From an optimization exercise on the open Yosys and OpenROAD flow, aimed at small area, a short achievable clock period and few clock cycles; shortcuts taken in it are not production practice.
In this exercise RTL edits were held to simulation tests only and were not proved equivalent to the original.
Power is estimated from default activity; no workload was simulated.

File: flow/config.mk
export PLATFORM = sky130hd
export DESIGN_NAME = flush_dot4
export DESIGN_NICKNAME = flush_dot4
export VERILOG_FILES = /design/flow/design.v
export SDC_FILE = /design/flow/constraint.sdc
export NUM_CORES = 4
export LEC_CHECK = 0
export ABC_CLOCK_PERIOD_IN_PS = 7000
export CAP_MARGIN = 20
export CELL_PAD_IN_SITES_DETAIL_PLACEMENT = 2
export CELL_PAD_IN_SITES_GLOBAL_PLACEMENT = 4
export CORE_MARGIN = 2
export CORE_UTILIZATION = 30
export PLACE_DENSITY = 0.45
export SLEW_MARGIN = 20
File: flow/constraint.sdc
create_clock -name core_clock -period 30.0 [get_ports {clk}]
set_input_delay 6.0000 -clock core_clock [delete_from_list [all_inputs] [get_ports {clk}]]
set_output_delay 6.0000 -clock core_clock [all_outputs]
set_load 0.01 [all_outputs]
File: flow/design.v
module flush_elem (
    input  wire [3:0] fmt,
    input  wire [7:0] x,
    output reg        sign,
    output reg  [7:0] mag,
    output reg  [4:0] ex,
    output reg        is_inf,
    output reg        is_nan
);
    always @* begin
        sign   = 1'b0;
        mag    = 8'd0;
        ex     = 5'd0;
        is_inf = 1'b0;
        is_nan = 1'b0;
        case (fmt)
            4'h0: begin  
                sign = x[3];
                mag  = {4'd0, x[3] ? (4'd0 - x[3:0]) : x[3:0]};
            end
            4'h1: begin  
                sign = x[7];
                mag  = x[7] ? (8'd0 - x) : x;
            end
            4'h3: begin  
                sign   = x[7];
                mag    = {4'd0, |x[6:3], x[2:0]};
                ex     = {1'b0, x[6:4], x[3] | ~|x[6:3]};
                is_nan = &x[6:0];
            end
            4'h4: begin  
                sign   = x[7];
                mag    = {5'd0, |x[6:2], x[1:0]};
                ex     = {x[6:3], x[2] | ~|x[6:2]};
                is_inf = &x[6:2] & ~|x[1:0];
                is_nan = &x[6:2] &  |x[1:0];
            end
            4'h5: begin  
                sign = x[5];
                mag  = {4'd0, |x[4:3], x[2:0]};
                ex   = {3'd0, x[4], x[3] | ~|x[4:3]};
            end
            4'h6: begin  
                sign = x[5];
                mag  = {5'd0, |x[4:2], x[1:0]};
                ex   = {2'd0, x[4:3], x[2] | ~|x[4:2]};
            end
            default: ;
        endcase
    end
endmodule
module flush_term (
    input  wire [3:0]       fmt_a,
    input  wire [3:0]       fmt_b,
    input  wire [7:0]       a,
    input  wire [7:0]       b,
    input  wire             en,
    input  wire signed [9:0] bsh,      
    output wire [14:0]      p,         
    output wire             sign,
    output wire [6:0]       ctl,
    output wire             sticky,    
    output wire             inx_rnd,   
    output wire             nz,        
    output wire             pw2,       
    output wire             is_nan,
    output wire             is_pinf,
    output wire             is_ninf
);
    wire       sa, sb, ia, ib, na, nb;
    wire [7:0] ma, mb;
    wire [4:0] ea, eb;
    flush_elem dec_a (.fmt(fmt_a), .x(a), .sign(sa), .mag(ma), .ex(ea),
                      .is_inf(ia), .is_nan(na));
    flush_elem dec_b (.fmt(fmt_b), .x(b), .sign(sb), .mag(mb), .ex(eb),
                      .is_inf(ib), .is_nan(nb));
    wire za = (ma == 8'd0);
    wire zb = (mb == 8'd0);
    wire nan = na | nb | (ia & zb) | (ib & za);
    wire inf = ia | ib;
    wire num = en & ~nan & ~inf;
    assign sign    = sa ^ sb;
    assign is_nan  = en & nan;
    assign is_pinf = en & ~nan & inf & ~sign;
    assign is_ninf = en & ~nan & inf &  sign;
    wire [7:0] ma_g = num ? ma : 8'd0;
    wire [15:0] prod = ma_g * mb;
    assign p = prod[14:0];
    assign nz  = num & ~za & ~zb;
    assign pw2 = ((ma & (ma - 8'd1)) == 8'd0) & ((mb & (mb - 8'd1)) == 8'd0);
    function [2:0] tz8(input [7:0] m);
        begin
            casez (m)
                8'b???????1: tz8 = 3'd0;
                8'b??????10: tz8 = 3'd1;
                8'b?????100: tz8 = 3'd2;
                8'b????1000: tz8 = 3'd3;
                8'b???10000: tz8 = 3'd4;
                8'b??100000: tz8 = 3'd5;
                8'b?1000000: tz8 = 3'd6;
                default:     tz8 = 3'd7;
            endcase
        end
    endfunction
    wire [3:0] tz = {1'b0, tz8(ma)} + {1'b0, tz8(mb)};
    wire [5:0]        v  = {1'b0, ea} + {1'b0, eb};
    wire signed [9:0] sh = $signed({4'd0, v}) + bsh;
    wire              neg = sh[9];                  
    wire [9:0]        nsh = 10'd0 - sh;             
    wire [4:0]        r  = (nsh[9:4] != 6'd0) ? 5'd16 : {1'b0, nsh[3:0]};
    wire [5:0]        w  = bsh[9] ? sh[5:0] : v;    
    assign ctl     = neg ? {2'b10, r} : {1'b0, w};
    assign sticky  = ({1'b0, tz} < {1'b0, r} - 5'd1);
    assign inx_rnd = nz & neg & ({1'b0, tz} < r);
endmodule
module flush_lane (
    input  wire [14:0] p,
    input  wire        sign,
    input  wire [6:0]  ctl,
    input  wire        sticky,
    output wire [66:0] z,
    output wire        c
);
    wire       neg = ctl[6];
    wire [4:0] r   = neg ? ctl[4:0] : 5'd0;
    wire [5:0] w   = neg ? 6'd0 : ctl[5:0];
    wire [15:0] y  = {p, 1'b0} >> r;
    wire        ru = y[0] & (y[1] | sticky);
    wire [14:0] q  = y[15:1];
    wire        s  = sign;
    wire [15:0] x0 = {s, q ^ {15{s}}};
    wire [16:0] x1 = w[0] ? {x0, s}        : {x0[15], x0};
    wire [18:0] x2 = w[1] ? {x1, {2{s}}}   : {{2{x1[16]}}, x1};
    wire [22:0] x3 = w[2] ? {x2, {4{s}}}   : {{4{x2[18]}}, x2};
    wire [30:0] x4 = w[3] ? {x3, {8{s}}}   : {{8{x3[22]}}, x3};
    wire [41:0] x5 = w[4] ? {x4[25:0], {16{s}}} : {{11{x4[30]}}, x4};
    assign      z  = w[5] ? {x5[34:0], {32{s}}} : {{25{x5[41]}}, x5};
    assign      c  = ru ^ s;
endmodule
module flush_dot4 (
    input  wire        clk,
    input  wire        rst,
    input  wire        in_valid,
    output wire        in_ready,
    input  wire        in_clear,
    input  wire        in_read,
    input  wire [7:0]  in_level,
    input  wire [3:0]  in_fmt_a,
    input  wire [3:0]  in_fmt_b,
    input  wire [3:0]  in_en,
    input  wire [31:0] in_a,
    input  wire [31:0] in_b,
    output reg         out_valid,
    output wire [95:0] out_acc,
    output wire [1:0]  out_tag,
    output wire        out_inexact
);
    localparam [1:0] NUM = 2'd0, PINF = 2'd1, NINF = 2'd2, NAN = 2'd3;
    assign in_ready = 1'b1;
    reg        r0_clear, r0_read;
    reg [3:0]  r0_en;
    reg [7:0]  r0_level;
    reg [3:0]  r0_fa, r0_fb;
    reg [31:0] r0_a, r0_b;
    wire       take = in_valid & ~rst;
    always @(posedge clk) begin
        r0_clear <= take & in_clear;
        r0_read  <= take & in_read;
        r0_en    <= {4{take}} & in_en;
        r0_level <= in_level;
        r0_fa    <= in_fmt_a;
        r0_fb    <= in_fmt_b;
        r0_a     <= in_a;
        r0_b     <= in_b;
    end
    function signed [9:0] fconst(input [3:0] f);
        case (f)
            4'h3: fconst = -10'sd10;
            4'h4: fconst = -10'sd17;
            4'h5: fconst = -10'sd4;
            4'h6: fconst = -10'sd5;
            default: fconst = 10'sd0;
        endcase
    endfunction
    wire signed [9:0] bsh = fconst(r0_fa) + fconst(r0_fb) + 10'sd48
                          - {{2{r0_level[7]}}, r0_level};
    wire [14:0] t_p   [0:3];
    wire        t_s   [0:3];
    wire [6:0]  t_ctl [0:3];
    wire        t_sticky [0:3];
    wire        t_inx [0:3];
    wire        t_nz  [0:3];
    wire        t_pw2 [0:3];
    wire [3:0]  t_nan, t_pinf, t_ninf;
    genvar i;
    generate
        for (i = 0; i < 4; i = i + 1) begin : lane
            flush_term u_term (
                .fmt_a(r0_fa), .fmt_b(r0_fb),
                .a(r0_a[8*i +: 8]), .b(r0_b[8*i +: 8]),
                .en(r0_en[i]), .bsh(bsh),
                .p(t_p[i]), .sign(t_s[i]), .ctl(t_ctl[i]), .sticky(t_sticky[i]),
                .inx_rnd(t_inx[i]), .nz(t_nz[i]), .pw2(t_pw2[i]),
                .is_nan(t_nan[i]), .is_pinf(t_pinf[i]), .is_ninf(t_ninf[i])
            );
        end
    endgenerate
    reg [14:0] r1_p   [0:3];
    reg        r1_s   [0:3];
    reg [6:0]  r1_ctl [0:3];
    reg        r1_sticky [0:3];
    reg        r1_nz  [0:3];
    reg        r1_pw2 [0:3];
    reg [7:0]  r1_g;             
    reg        r1_clear, r1_read, r1_inx, r1_nan, r1_pinf, r1_ninf;
    integer k;
    always @(posedge clk) begin
        for (k = 0; k < 4; k = k + 1) begin
            r1_p[k]      <= t_p[k];
            r1_s[k]      <= t_s[k];
            r1_ctl[k]    <= t_ctl[k];
            r1_sticky[k] <= t_sticky[k];
            r1_nz[k]     <= t_nz[k];
            r1_pw2[k]    <= t_pw2[k];
        end
        r1_g     <= bsh[9] ? 8'd0 : (bsh[8] | bsh[7]) ? 8'd128 : {1'b0, bsh[6:0]};
        r1_clear <= r0_clear;
        r1_read  <= r0_read;
        r1_inx   <= t_inx[0] | t_inx[1] | t_inx[2] | t_inx[3];
        r1_nan   <= |t_nan;
        r1_pinf  <= |t_pinf;
        r1_ninf  <= |t_ninf;
    end
    wire [66:0] z [0:3];
    wire        c [0:3];
    wire        ovf [0:3];
    function [3:0] lead15(input [14:0] x);
        integer j;
        begin
            lead15 = 4'd0;
            for (j = 0; j < 15; j = j + 1)
                if (x[j]) lead15 = j[3:0];
        end
    endfunction
    generate
        for (i = 0; i < 4; i = i + 1) begin : lane2
            flush_lane u_lane (
                .p(r1_p[i]), .sign(r1_s[i]), .ctl(r1_ctl[i]), .sticky(r1_sticky[i]),
                .z(z[i]), .c(c[i])
            );
            wire [3:0] cl  = lead15(r1_p[i]) + {3'd0, ~r1_pw2[i]};
            wire [8:0] tot = {5'd0, cl} + {3'd0, r1_ctl[i][5:0]} + {1'b0, r1_g};
            assign ovf[i] = r1_nz[i] & ~r1_ctl[i][6] & (tot >= 9'd96);
        end
    endgenerate
    wire [68:0] z0 = {{2{z[0][66]}}, z[0]};
    wire [68:0] z1 = {{2{z[1][66]}}, z[1]};
    wire [68:0] z2 = {{2{z[2][66]}}, z[2]};
    wire [68:0] z3 = {{2{z[3][66]}}, z[3]};
    wire [68:0] sa = z0 ^ z1 ^ z2;
    wire [68:0] ca = {((z0 & z1) | (z0 & z2) | (z1 & z2)), c[0]};
    wire [68:0] sb = sa ^ ca ^ z3;
    wire [68:0] cb = {((sa & ca) | (sa & z3) | (ca & z3)), c[1]};
    wire [68:0] sum2 = sb + cb + {68'd0, c[2]};
    wire [68:0] ssum = sum2 + {68'd0, c[3]};
    reg [68:0] r2_s;
    reg [7:0]  r2_g;
    reg        r2_clear, r2_read, r2_inx, r2_nan, r2_pinf, r2_ninf;
    always @(posedge clk) begin
        r2_s     <= ssum;
        r2_g     <= r1_g;
        r2_clear <= r1_clear;
        r2_read  <= r1_read;
        r2_inx   <= r1_inx | ovf[0] | ovf[1] | ovf[2] | ovf[3];
        r2_nan   <= r1_nan;
        r2_pinf  <= r1_pinf;
        r2_ninf  <= r1_ninf;
    end
    reg [95:0] acc;
    reg [1:0]  acc_tag;
    reg        acc_inx;
    reg        rst_d1, rst_d2;
    wire       kill = rst | rst_d1 | rst_d2;
    wire [95:0] sx   = {{27{r2_s[68]}}, r2_s};
    wire [95:0] term = r2_g[7] ? 96'd0 : (sx << r2_g[6:0]);
    wire [95:0] base = r2_clear ? 96'd0 : acc;
    wire [95:0] nacc = base + term;
    wire [1:0] btag = r2_clear ? NUM : acc_tag;
    wire any_nan  = (btag == NAN)  | r2_nan;
    wire any_pinf = (btag == PINF) | r2_pinf;
    wire any_ninf = (btag == NINF) | r2_ninf;
    wire [1:0] ntag = (any_nan | (any_pinf & any_ninf)) ? NAN :
                      any_pinf ? PINF : any_ninf ? NINF : NUM;
    wire ninx = (~r2_clear & acc_inx) | r2_inx;
    always @(posedge clk) begin
        rst_d1    <= rst;
        rst_d2    <= rst_d1;
        acc       <= kill ? 96'd0 : nacc;
        acc_tag   <= kill ? NUM : ntag;
        acc_inx   <= ~kill & ninx;
        out_valid <= ~kill & r2_read;
    end
    assign out_acc     = acc;
    assign out_tag     = acc_tag;
    assign out_inexact = acc_inx;
endmodule
File: flow/run.sh
#!/bin/bash
# synth_recipe.tcl (not shown) runs the flow's synth.tcl, then flattens the netlist and writes it again
# the make line also repeats each setting of config.mk as NAME=value (left out here)
make -C /OpenROAD-flow-scripts/flow DESIGN_CONFIG=/design/flow/config.mk WORK_HOME=/design/flow/orfs CLKGATE_MAP_FILE= SYNTH_SCRIPT=/design/flow/synth_recipe.tcl finish
==> results of run 1 <==
[through the flow]
stage | setup slack [ns] | power (mW) | area [um2] | hold WS [ns]
floorplan | 22.90 | 5.61 | 61100 | 0.310
global placement | 20.69 | 8.17 | 65400 | 0.310
detailed placement | 20.44 | 8.25 | 65400 | 0.313
finish | 20.35 | 9.02 | 67300 | 0.325
CTS | 20.35 | 9.03 | 67300 | 0.325
global route | 19.84 | 9.80 | 67300 | 0.339
[cell families (layout without fill, tap and decap cells)]
kind of cell / Yosys count / count (layout)
simple gates: 2857 / 2857
other cells: 1 / 6
mux: 324 / 324
fa+ha+maj: 860 / 860
buf+inv: 1086 / 987
compound gates: 2234 / 2234
flops: 389 / 389
xor+xnor: 417 / 417
[routing by layer]
metal | part of all wire | GRT usage | wire length [um] | vias up
met3 | 0.030 | 0.0194 | 9120 | 388
met4 | 0.040 | 0.103 | 12400 | 2
met5 | 0.000039 | 0 | 12 | -
li1 | - | - | - | 28522
met1 | 0.45 | 0.373 | 137000 | 31604
met2 | 0.48 | 0.498 | 148000 | 1241
[area by class of cell]
| class | count | area, um2 |
|---|---|---|
| Multi-Input combinational cell | 6693 | 49300 |
| Tap cell | 2672 | 3340 |
| Clock inverter | 22 | 206 |
| Clock buffer | 78 | 1650 |
| Antenna cell | 5 | 12.5 |
| Sequential cell | 389 | 7820 |
| Fill cell | 23388 | 135000 |
| Timing Repair Buffer | 314 | 2850 |
| Inverter | 573 | 2150 |
[synth_stat cells, types with 53 or more instances]
library cell | number | area share
a211oi_1 | 89 | 0.011
a21o_1 | 159 | 0.020
a21oi_1 | 617 | 0.051
a31oi_1 | 95 | 0.0097
and2_1 | 70 | 0.0072
and3_1 | 62 | 0.0063
clkbuf_1 | 412 | 0.025
dfxtp_1 | 389 | 0.13
fa_1 | 318 | 0.10
ha_1 | 536 | 0.11
inv_1 | 564 | 0.035
mux2_2 | 53 | 0.0098
mux2i_1 | 161 | 0.026
mux4_2 | 109 | 0.040
nand2_1 | 756 | 0.046
nand2b_1 | 92 | 0.0094
nand3_1 | 191 | 0.016
nand4_1 | 71 | 0.0073
nor2_1 | 1023 | 0.063
nor2b_1 | 166 | 0.017
nor3_1 | 170 | 0.014
o21a_1 | 56 | 0.0069
o21ai_0 | 510 | 0.042
o21bai_1 | 70 | 0.0086
o31ai_1 | 56 | 0.0069
or2_2 | 64 | 0.0065
xnor2_1 | 261 | 0.037
xor2_1 | 154 | 0.022
[sequential cells by signal (all words and copies together) (netlist names), 28 cells and up]
name	count
r1_ctl	28
r1_p	60
acc	96
r0_a	32
r0_b	32
r2_s	69
[report_power, final]
| part | switching (mW) | total [mW] | internal [mW] |
|---|---|---|---|
| sequential | 0.177 | 0.862 | 0.685 |
| combinational | 4.85 | 7.47 | 2.62 |
| clock | 0.286 | 0.685 | 0.399 |
[worst paths after layout]
check               startpoint  endpoint  slack [ns]
setup / recovery  r1_ctl[2][0]  r2_s[61]       20.35
hold / removal        r1_clear  r2_clear        0.32
setup reg to reg  r1_ctl[2][0]  r2_s[61]       20.35
hold reg to reg       r1_clear  r2_clear        0.32
==> results_dict.tcl, run 1 <==
set metrics [dict create \
    timing.fmax_mhz 104 \
    setup_viol 0 \
    core-area_mm2 0.202 \
    vias 61757 \
    synth_top_family_by_area "compound AO/OA/AOI/OAI gates" \
    synth-compound-area-share 0.236 \
    final.min_clock_period_ns 9.65 \
    cp.arrival_ns 10.17 \
    postRouteAntennaNets 0 \
    run_status "finished clean" \
    grt_pass1_wl_um 454000 \
    max-vdd-ir-drop_mv 0.115 \
    rows 165 \
    finalMaxSlewViolations 0 \
    grt_pass1_vias 65405 \
    cp.depth 26 \
    pin_count 190 \
    grt_start_max_net_pins 82 \
    crit_path_start_kind "flip-flop" \
    cts.sinks 389 \
    mappedNetlistArea_mm2 0.0611 \
    grt-ovfl-total 0 \
    synth-simple-area-share 0.217 \
    clk_pin_slew_ns 0.06 \
    netlist_instances 8168 \
    dpl.hpwl_um 254000 \
    fin_util 0.333 \
    rsz0062_at_grt "no" \
    synth-xor-area-share 0.0600 \
    die_y_um 455 \
    cp_num_buf_inv 1 \
    gp_congestion 0.970 \
    clock-skew-final_ns 0.0785 \
    synth_ff_type "dfxtp_1" \
    cp_top_family "compound AO/OA/AOI/OAI gates" \
    antenna_found_initial 11 \
    via_per_inst 5.75 \
    drc_errors 0 \
    fin_cells 10746 \
    layout-drive-gt1-share 0.0692 \
    synthDistinctLibCells 118 \
    cts_resized 0 \
    numCtsBuffers 55 \
    setup.worst_path.end_class "flip-flop" \
    synth_fa_ha_area_frac 0.215 \
    drt-initial-drc-count 3939 \
    postSynthAreaPerCell_um2 7.48 \
    routed_wirelength_um 307000 \
    synthMuxAreaShare 0.0765 \
    drv_cap 0 \
    die_w_um 455 \
    reg2regPathDepth 26 \
    synth-edff-count 0 \
    max-slew-margin-rel 0.191 \
    wl_per_cell_um 28.6 \
    syn_nets 9111 \
    grt.total_usage 0.287 \
    cts_tree "yes" \
    port_buffers 188 \
    worst_pin_slew_ns 1.21 \
    crit_type "reg -> reg" \
    ys_ff_latch 389 \
    die-area_mm2 0.207 \
    yosysWarningCount 15 \
    layout_commonest_cell "nor2_1" \
    cp.required_ns 30.52 \
    ys_seq_area_frac 0.127 \
    htree_levels 2 \
    cts_root_buf "clkbuf_16" \
    clk_latency_ns 0.71 \
    cp_max_fo 22 \
    fin_nets 8969 \
    power_density_mw_per_mm2 134 \
    clockBufferDepth 3 \
    area_delta_synth_final_pct 10.1 \
    power_leakage_nw 28.8 \
    hp-class "reg -> reg" \
    layout_common_cells "1,017 x nor2_1, 756 x nand2_1, 616 x a21oi_1, 564 x inv_1, 536 x ha_1" \
    final.period_utilization 0.322 \
    cts_setup_buffers 0 \
    cp_slowest_cell "dfxtp_1" \
    initial_core_util 0.302 \
    hold_viol_final 0 \
    setup_tns_ns 0 \
    crit_top_cell "o21ai_0" \
    holdPathStages 0 \
    dp_cells 10640 \
    drtPass1Iterations 5 \
    slowest_delay_ns 0.90 \
    async_flop_share 0 \
    holdBufCountCts 0 \
]
Testbench counts, summed over its fixed seeds: cycles 12,032.
==> run 2: changes to the inputs <==
--- a/flow/config.mk
+++ b/flow/config.mk
@@ -6,10 +6,10 @@
 export NUM_CORES = 4
 export LEC_CHECK = 0
 export ABC_CLOCK_PERIOD_IN_PS = 7000
-export CAP_MARGIN = 20
+export CAP_MARGIN = 70
 export CELL_PAD_IN_SITES_DETAIL_PLACEMENT = 2
 export CELL_PAD_IN_SITES_GLOBAL_PLACEMENT = 4
 export CORE_MARGIN = 2
 export CORE_UTILIZATION = 30
 export PLACE_DENSITY = 0.45
-export SLEW_MARGIN = 20
+export SLEW_MARGIN = 70
==> run 2 against run 1 <==
Against the previous run: still clean; global-route usage increased by 0.15 points; fmax increased by 15%; clock skew decreased by 0.037 ns; flip-flop and latch count unchanged; sequential share of layout area decreased by 0.57 points; critical endpoint is now r2_s[67]; largest cell class unchanged.
==> results_dict.tcl, run 2 <==
set metrics [dict create \
    hp-class "reg -> reg" \
    wl_per_cell_um 28.5 \
    gp_congestion 0.970 \
    port_buffers 188 \
    min-delay-start "r1_clear" \
    power_density_mw_per_mm2 132 \
    crit_type "reg -> reg" \
    antenna_found_initial 11 \
    cp_max_fo 23 \
    wl_met3_um 9210 \
    fin_total_pwr_mw 9.47 \
    run_status "finished clean" \
    met2WireLength_um 150000 \
    synth-edff-count 0 \
    grt-ovfl-total 0 \
    async_flop_share 0 \
    grt_pass1_vias 66404 \
    r2r-start "r1_ctl[1][6]" \
    dpl.hpwl_um 257000 \
    switching_share 0.585 \
    clock-skew-final_ns 0.0417 \
    fin_util 0.355 \
    cts_root_buf "clkbuf_16" \
    power_leakage_nw 30.1 \
    crit_top_cell "o21ai_0" \
    netlist_instances 8168 \
    postRouteAntennaNets 0 \
    synthDistinctLibCells 118 \
    setup.worst_path.end_class "flip-flop" \
    grt_pass1_wl_um 456000 \
    routed_wirelength_um 308000 \
    cts_tree "yes" \
    slowest_delay_ns 0.57 \
    setup_ws_ns 21.58 \
    initial_core_util 0.302 \
    holdBufCountCts 0 \
    synth_ff_type "dfxtp_1" \
    clk_latency_ns 0.73 \
    final.period_utilization 0.281 \
    drv_cap 0 \
    rrSetupSlack_ns 21.58 \
    die_w_um 455 \
    synth_area_leaders "dfxtp_1 13%, ha_1 11%, fa_1 10%" \
    reg2regPathDepth 28 \
    rows 165 \
    vias 62005 \
    yosysMostFrequentCell "nor2_1" \
    synth_commonest_cells "1,023 x nor2_1, 756 x nand2_1, 617 x a21oi_1, 564 x inv_1, 536 x ha_1" \
    combPwrFrac 0.833 \
    via_per_inst 5.72 \
    numCtsBuffers 54 \
    area_delta_synth_final_pct 17.3 \
    ys_seq_area_frac 0.127 \
    finalMaxSlewViolations 0 \
    pin_count 190 \
    grt_start_max_net_pins 58 \
    clockBufferDepth 3 \
    power_frac_seq 0.091 \
    largest_register "acc" \
    cts_setup_buffers 0 \
    drt-initial-drc-count 3832 \
    finalInstanceArea_mm2 0.0717 \
    rsz0062_at_grt "no" \
    layout_commonest_cell "nor2_1" \
    largest_reg_flops 96 \
    postSynthAreaPerCell_um2 7.48 \
    grt.total_usage 0.288 \
    dpl-instance-area_mm2 0.0690 \
    cp.required_ns 30.58 \
    synth_top_area_share 0.127 \
    cts_resized 0 \
    cp_slowest_cell "clkdlybuf4s50_1" \
    setup_tns_ns 0 \
    final.min_clock_period_ns 8.42 \
    yosysTopAreaCell "dfxtp_1" \
    holdPathEnd "r2_clear" \
    drtPass1Iterations 6 \
    crit_path_start_kind "flip-flop" \
    mappedNetlistArea_mm2 0.0611 \
    ys_ff_latch 389 \
    timing.fmax_mhz 119 \
    cts.sinks 389 \
    timing.rr.end "r2_s[67]" \
    core-area_mm2 0.202 \
    syn_nets 9111 \
    max-vdd-ir-drop_mv 0.106 \
    die_y_um 455 \
    top_regs "acc x96, r2_s x69, r1_p x60" \
    switchingPower_mw 5.54 \
    wl_met1_um 136000 \
    htree_levels 2 \
    layout_common_cells "966 x nor2_1, 732 x nand2_1, 559 x inv_1, 550 x a21oi_1, 534 x ha_1" \
    clk_pin_slew_ns 0.06 \
    holdPathStages 0 \
    intPower_mw 3.93 \
    die-area_mm2 0.207 \
    pre_cts_ws_ns 21.27 \
    max-slew-margin-rel 0.665 \
    yosysWarningCount 15 \
    layout-drive-gt1-share 0.149 \
    setup_viol 0 \
    cp.arrival_ns 9.00 \
    clockPowerShare 0.076 \
    worst_pin_slew_ns 0.499 \
    drc_errors 0 \
    hold_viol_final 0 \
    top_layer "met5" \
    fin_nets 9056 \
]
-- run 2: changes by cell type in the layout (fill, tap and decap cells not counted), sizes merged --
cell           delta
buf              +68
clkdlybuf4s50     +3
bufinv            +3
clkinv            +1
clkdlybuf4s15     +2
clkbuf            +3
inv               +4
clkdlybuf4s18     +3
clkdlybuf4s25     +1
-- run 2: kinds of logic (layout without fill, tap and decap cells) --
family	Yosys count	count (layout)	synth area share
AOI/OAI and AO/OA	2234	2234	0.236
xor gates and xnor gates	417	417	0.0600
adders and majority gates	860	860	0.215
buffers and inverters	1086	1075	0.0683
DFF	389	389	0.127
muxes	324	324	0.0765
other	1	6	0.0000613
and+or+nand+nor	2857	2857	0.217
-- run 2: worst max path at each step --
stage,start,end,slack [ns],cells past startpoint
after CTS,r1_ctl[2][6],r2_s[62],21.24,30
after floorplan,rst,acc[64],22.90,5
after global placement,r1_ctl[2][0],r2_s[61],20.69,26
final,r1_ctl[1][6],r2_s[67],21.58,28
after global routing,r1_ctl[1][6],r2_s[67],21.08,28
after detailed placement,r1_ctl[2][6],r2_s[62],21.27,30
-- run 2: routing by layer --
metal,vias to the layer above,GRT usage
met5,-,0
met4,4,0.100
met3,385,0.0212
met2,1197,0.504
met1,31665,0.372
li1,28754,-
-- run 2: area by class of cell --
| class | count | area (um2) |
|---|---|---|
| inverters | 573 | 2160 |
| flip-flops and latches | 389 | 7920 |
| diodes | 5 | 12.5 |
| clock inverters | 30 | 359 |
| well taps | 2672 | 3340 |
| multi-input cells | 6693 | 52400 |
| repair buffers | 402 | 3910 |
| fillers | 23074 | 131000 |
| clock buffers | 70 | 1600 |
-- run 2: worst max-delay path, delay by kind of cell (launching register included) --
family                     cells  cell delay, ns
muxes                          1            0.37
adders and majority gates      4            1.65
xor gates and xnor gates       2            0.49
and+or+nand+nor                7            1.93
buffers and inverters          3            0.87
AOI/OAI and AO/OA             11            2.42
DFF                            1            0.56
-- run 2: power groups by stage --
stage	Sequential [mW]	Clock, mW	Combinational (mW)
global placement	0.866	0	7.31
floorplan	0.756	0	4.86
finish	0.862	0.720	7.89
detailed placement	0.869	0	7.73
CTS	0.860	0.749	7.79
global route	0.876	0.766	8.61
-- run 2: through the flow --
| stage | cells | hold WS, ns |
|---|---|---|
| after floorplan | 8168 | 0.310 |
| after global placement | 10640 | 0.310 |
| after detailed placement | 10717 | 0.313 |
| after CTS | 10817 | 0.325 |
| after global routing | 10830 | 0.338 |
| final | 10834 | 0.324 |
==> run 3: changes to the inputs <==
==> flow/config.mk (replaced) <==
export PLATFORM = sky130hd
export DESIGN_NAME = flush_dot4
export DESIGN_NICKNAME = flush_dot4
export VERILOG_FILES = /design/flow/design.v
export SDC_FILE = /design/flow/constraint.sdc
export NUM_CORES = 4
export LEC_CHECK = 0
export ABC_CLOCK_PERIOD_IN_PS = 25000
export CAP_MARGIN = 20
export CELL_PAD_IN_SITES_DETAIL_PLACEMENT = 2
export CELL_PAD_IN_SITES_GLOBAL_PLACEMENT = 4
export CORE_MARGIN = 2
export CORE_UTILIZATION = 30
export PLACE_DENSITY = 0.45
export SLEW_MARGIN = 20
==> run 3 against run 2 <==
Against the previous run: still clean; non-clock buffer count is 88 lower; synthesized cell count stayed put; worst setup slack worse by 1.2 ns; highest routed layer unchanged.
==> results_dict.tcl, run 3 <==
set metrics [dict create \
    run_status "finished clean" \
    largest_reg_flops 96 \
    fin_nets 8969 \
    synth-compound-area-share 0.236 \
    largest_register "acc" \
    cts.sinks 389 \
    postRouteAntennaNets 0 \
    wl_per_cell_um 28.6 \
    grt-ovfl-total 0 \
    port_buffers 188 \
    numCtsBuffers 55 \
    power_density_mw_per_mm2 134 \
    via_per_inst 5.75 \
    cts_resized 0 \
    synth_fa_ha_area_frac 0.215 \
    power_leakage_nw 28.8 \
    dpl.hpwl_um 254000 \
    clk_pin_slew_ns 0.06 \
    drv_cap 0 \
    grt_pass1_vias 65405 \
    drt-initial-drc-count 3939 \
    synth_top_family_by_area "compound AO/OA/AOI/OAI gates" \
    ys_ff_latch 389 \
    num-fill-cells 23388 \
    yosysWarningCount 15 \
    timing.fmax_mhz 104 \
    cts_tree "yes" \
    vias 61757 \
    cp.required_ns 30.52 \
    area_delta_synth_final_pct 10.1 \
    dp_cells 10640 \
    holdBufCountCts 0 \
    cp_slowest_cell "dfxtp_1" \
    synth-simple-area-share 0.217 \
    crit_path_start_kind "flip-flop" \
    finalMaxSlewViolations 0 \
    grt.total_usage 0.287 \
    hold_viol_final 0 \
    yosysTopAreaCell "dfxtp_1" \
    clock-skew-final_ns 0.0785 \
    grt_start_max_net_pins 82 \
    layout_common_cells "1,017 x nor2_1, 756 x nand2_1, 616 x a21oi_1, 564 x inv_1, 536 x ha_1" \
    layout-drive-gt1-share 0.0692 \
    clk_latency_ns 0.71 \
    slowest_delay_ns 0.90 \
    netlist_instances 8168 \
    rows 165 \
    routed_wirelength_um 307000 \
    cp_max_fo 22 \
    pre_cts_ws_ns 20.44 \
    cp_num_buf_inv 1 \
    setup_viol 0 \
    yosysMostFrequentCell "nor2_1" \
    async_flop_share 0 \
    synth_ff_type "dfxtp_1" \
    syn_nets 9111 \
    layout_commonest_cell "nor2_1" \
    fin_cells 10746 \
    setup.worst_path.end_class "flip-flop" \
    grt_pass1_wl_um 454000 \
    drc_errors 0 \
    max-vdd-ir-drop_mv 0.115 \
    antenna_found_initial 11 \
    synth-edff-count 0 \
    core-area_mm2 0.202 \
    clockBufferDepth 3 \
    die_w_um 455 \
    max-slew-margin-rel 0.191 \
    die_y_um 455 \
    crit_type "reg -> reg" \
    synth_area_leaders "dfxtp_1 13%, ha_1 11%, fa_1 10%" \
    pin_count 190 \
    rsz0062_at_grt "no" \
    htree_levels 2 \
    synth-xor-area-share 0.0600 \
    hp-class "reg -> reg" \
    drtPass1Iterations 5 \
    die-area_mm2 0.207 \
    crit_top_cell "o21ai_0" \
    final.period_utilization 0.322 \
    mappedNetlistArea_mm2 0.0611 \
    synth_commonest_cells "1,023 x nor2_1, 756 x nand2_1, 617 x a21oi_1, 564 x inv_1, 536 x ha_1" \
    cts_setup_buffers 0 \
    synth_top_area_share 0.127 \
    top_regs "acc x96, r2_s x69, r1_p x60" \
    setup_ws_ns 20.35 \
    final.min_clock_period_ns 9.65 \
    cts_root_buf "clkbuf_16" \
    synthMuxAreaShare 0.0765 \
    cp_top_family "compound AO/OA/AOI/OAI gates" \
    postSynthAreaPerCell_um2 7.48 \
    initial_core_util 0.302 \
    synthDistinctLibCells 118 \
    setup_tns_ns 0 \
    ys_seq_area_frac 0.127 \
    gp_congestion 0.970 \
    cp.arrival_ns 10.17 \
    worst_pin_slew_ns 1.21 \
]
-- run 3: cell count changes in the layout (fill, tap and decap cells not counted), moves of 29 or more --
cell | before | now
xnor2_2 | 42 | 2
nor2_1 | 966 | 1017
a21oi_2 | 64 | 5
a211oi_1 | 59 | 88
o21ai_1 | 93 | 16
xnor2_1 | 218 | 260
o21ai_2 | 56 | 1
buf_2 | 31 | 0
a21oi_1 | 550 | 616
dfxtp_2 | 67 | 4
dfxtp_1 | 309 | 379
nor2_2 | 51 | 9
o21ai_0 | 376 | 510
mux2i_1 | 124 | 161
-- run 3: area by class of cell --
class	count	area (um2)	share of cell area
Multi-Input combinational cell	6693	49300	0.732
Sequential cell	389	7820	0.116
Tap cell	2672	3340	0.0497
Timing Repair Buffer	314	2850	0.0423
Inverter	573	2150	0.0319
Clock buffer	78	1650	0.0245
Clock inverter	22	206	0.00307
Antenna cell	5	12.5	0.000186
-- run 3: per-layer routing --
metal / track usage / up-vias / part of all wire
met5: 0 / - / 0.000039
met4: 0.103 / 2 / 0.040
met3: 0.0194 / 388 / 0.030
met2: 0.498 / 1241 / 0.48
met1: 0.373 / 31604 / 0.45
li1: - / 28522 / -
-- run 3: path summary, 6_finish.rpt --
check,to,cells past startpoint,slack [ns],start
worst max register to register,r2_s[61],26,20.35,r1_ctl[2][0]
worst max-delay path,r2_s[61],26,20.35,r1_ctl[2][0]
worst min-delay path,r2_clear,0,0.32,r1_clear
worst min register to register,r2_clear,0,0.32,r1_clear
-- run 3: stage by stage --
step | area [um2] | hold WS [ns] | utilization | total power [mW]
3_5_place_dp | 65400 | 0.313 | 0.323 | 8.25
2_1_floorplan | 61100 | 0.310 | - | 5.61
3_3_place_gp | 65400 | 0.310 | 0.323 | 8.17
6_report | 67300 | 0.325 | 0.333 | 9.02
5_1_grt | 67300 | 0.339 | 0.333 | 9.80
4_1_cts | 67300 | 0.325 | 0.333 | 9.03
-- run 3: worst reg2reg max path: cells and delay by family, from the launching register on --
family,cells,cell delay [ns]
compound gates,14,4.34
flops,1,0.90
fa+ha+maj,4,1.75
buf+inv,1,0.05
mux,2,0.87
xor+xnor,2,0.81
simple gates,3,0.74
-- run 3: kinds of logic (layout without fill, tap and decap cells) --
group / Yosys count / in the layout
xor gates and xnor gates: 417 / 417
AOI/OAI and AO/OA: 2234 / 2234
buffers and inverters: 1086 / 987
DFF: 389 / 389
and+or+nand+nor: 2857 / 2857
adders and majority gates: 860 / 860
muxes: 324 / 324
other: 1 / 6
-- run 3: power by group --
group	internal (mW)	switching, mW	total (mW)
clock network	0.399	0.286	0.685
registers	0.685	0.177	0.862
logic	2.62	4.85	7.47

separate check: timing with driven ports:
The flow's constraints put no driver on any port. The routed layouts listed below were extracted and timed again, unchanged, in two steps. Step 1 (the two cells are an assumption about what drives the block):
set clk [get_ports {clk}]
set_driving_cell -lib_cell sky130_fd_sc_hd__clkbuf_16 $clk
set_driving_cell -lib_cell sky130_fd_sc_hd__buf_2 [delete_from_list [all_inputs] $clk]
Step 2, shift: input delay + t, output delay - t, t = (earliest + latest rising clock arrival at the registers) / 2. This alone moves slack from input paths to output paths. a / b / c = ideal / step 1 / step 2; a / b = the first two.
run	t (ns)	setup slack, ns	worst setup path at the end
run 1	0.766	20.346 / 20.346 / 20.346	register to register
run 2	0.801	21.576 / 21.576 / 21.576	register to register
run 3	0.766	20.346 / 20.346 / 20.346	register to register
After both steps setup and hold are still met in every run listed.
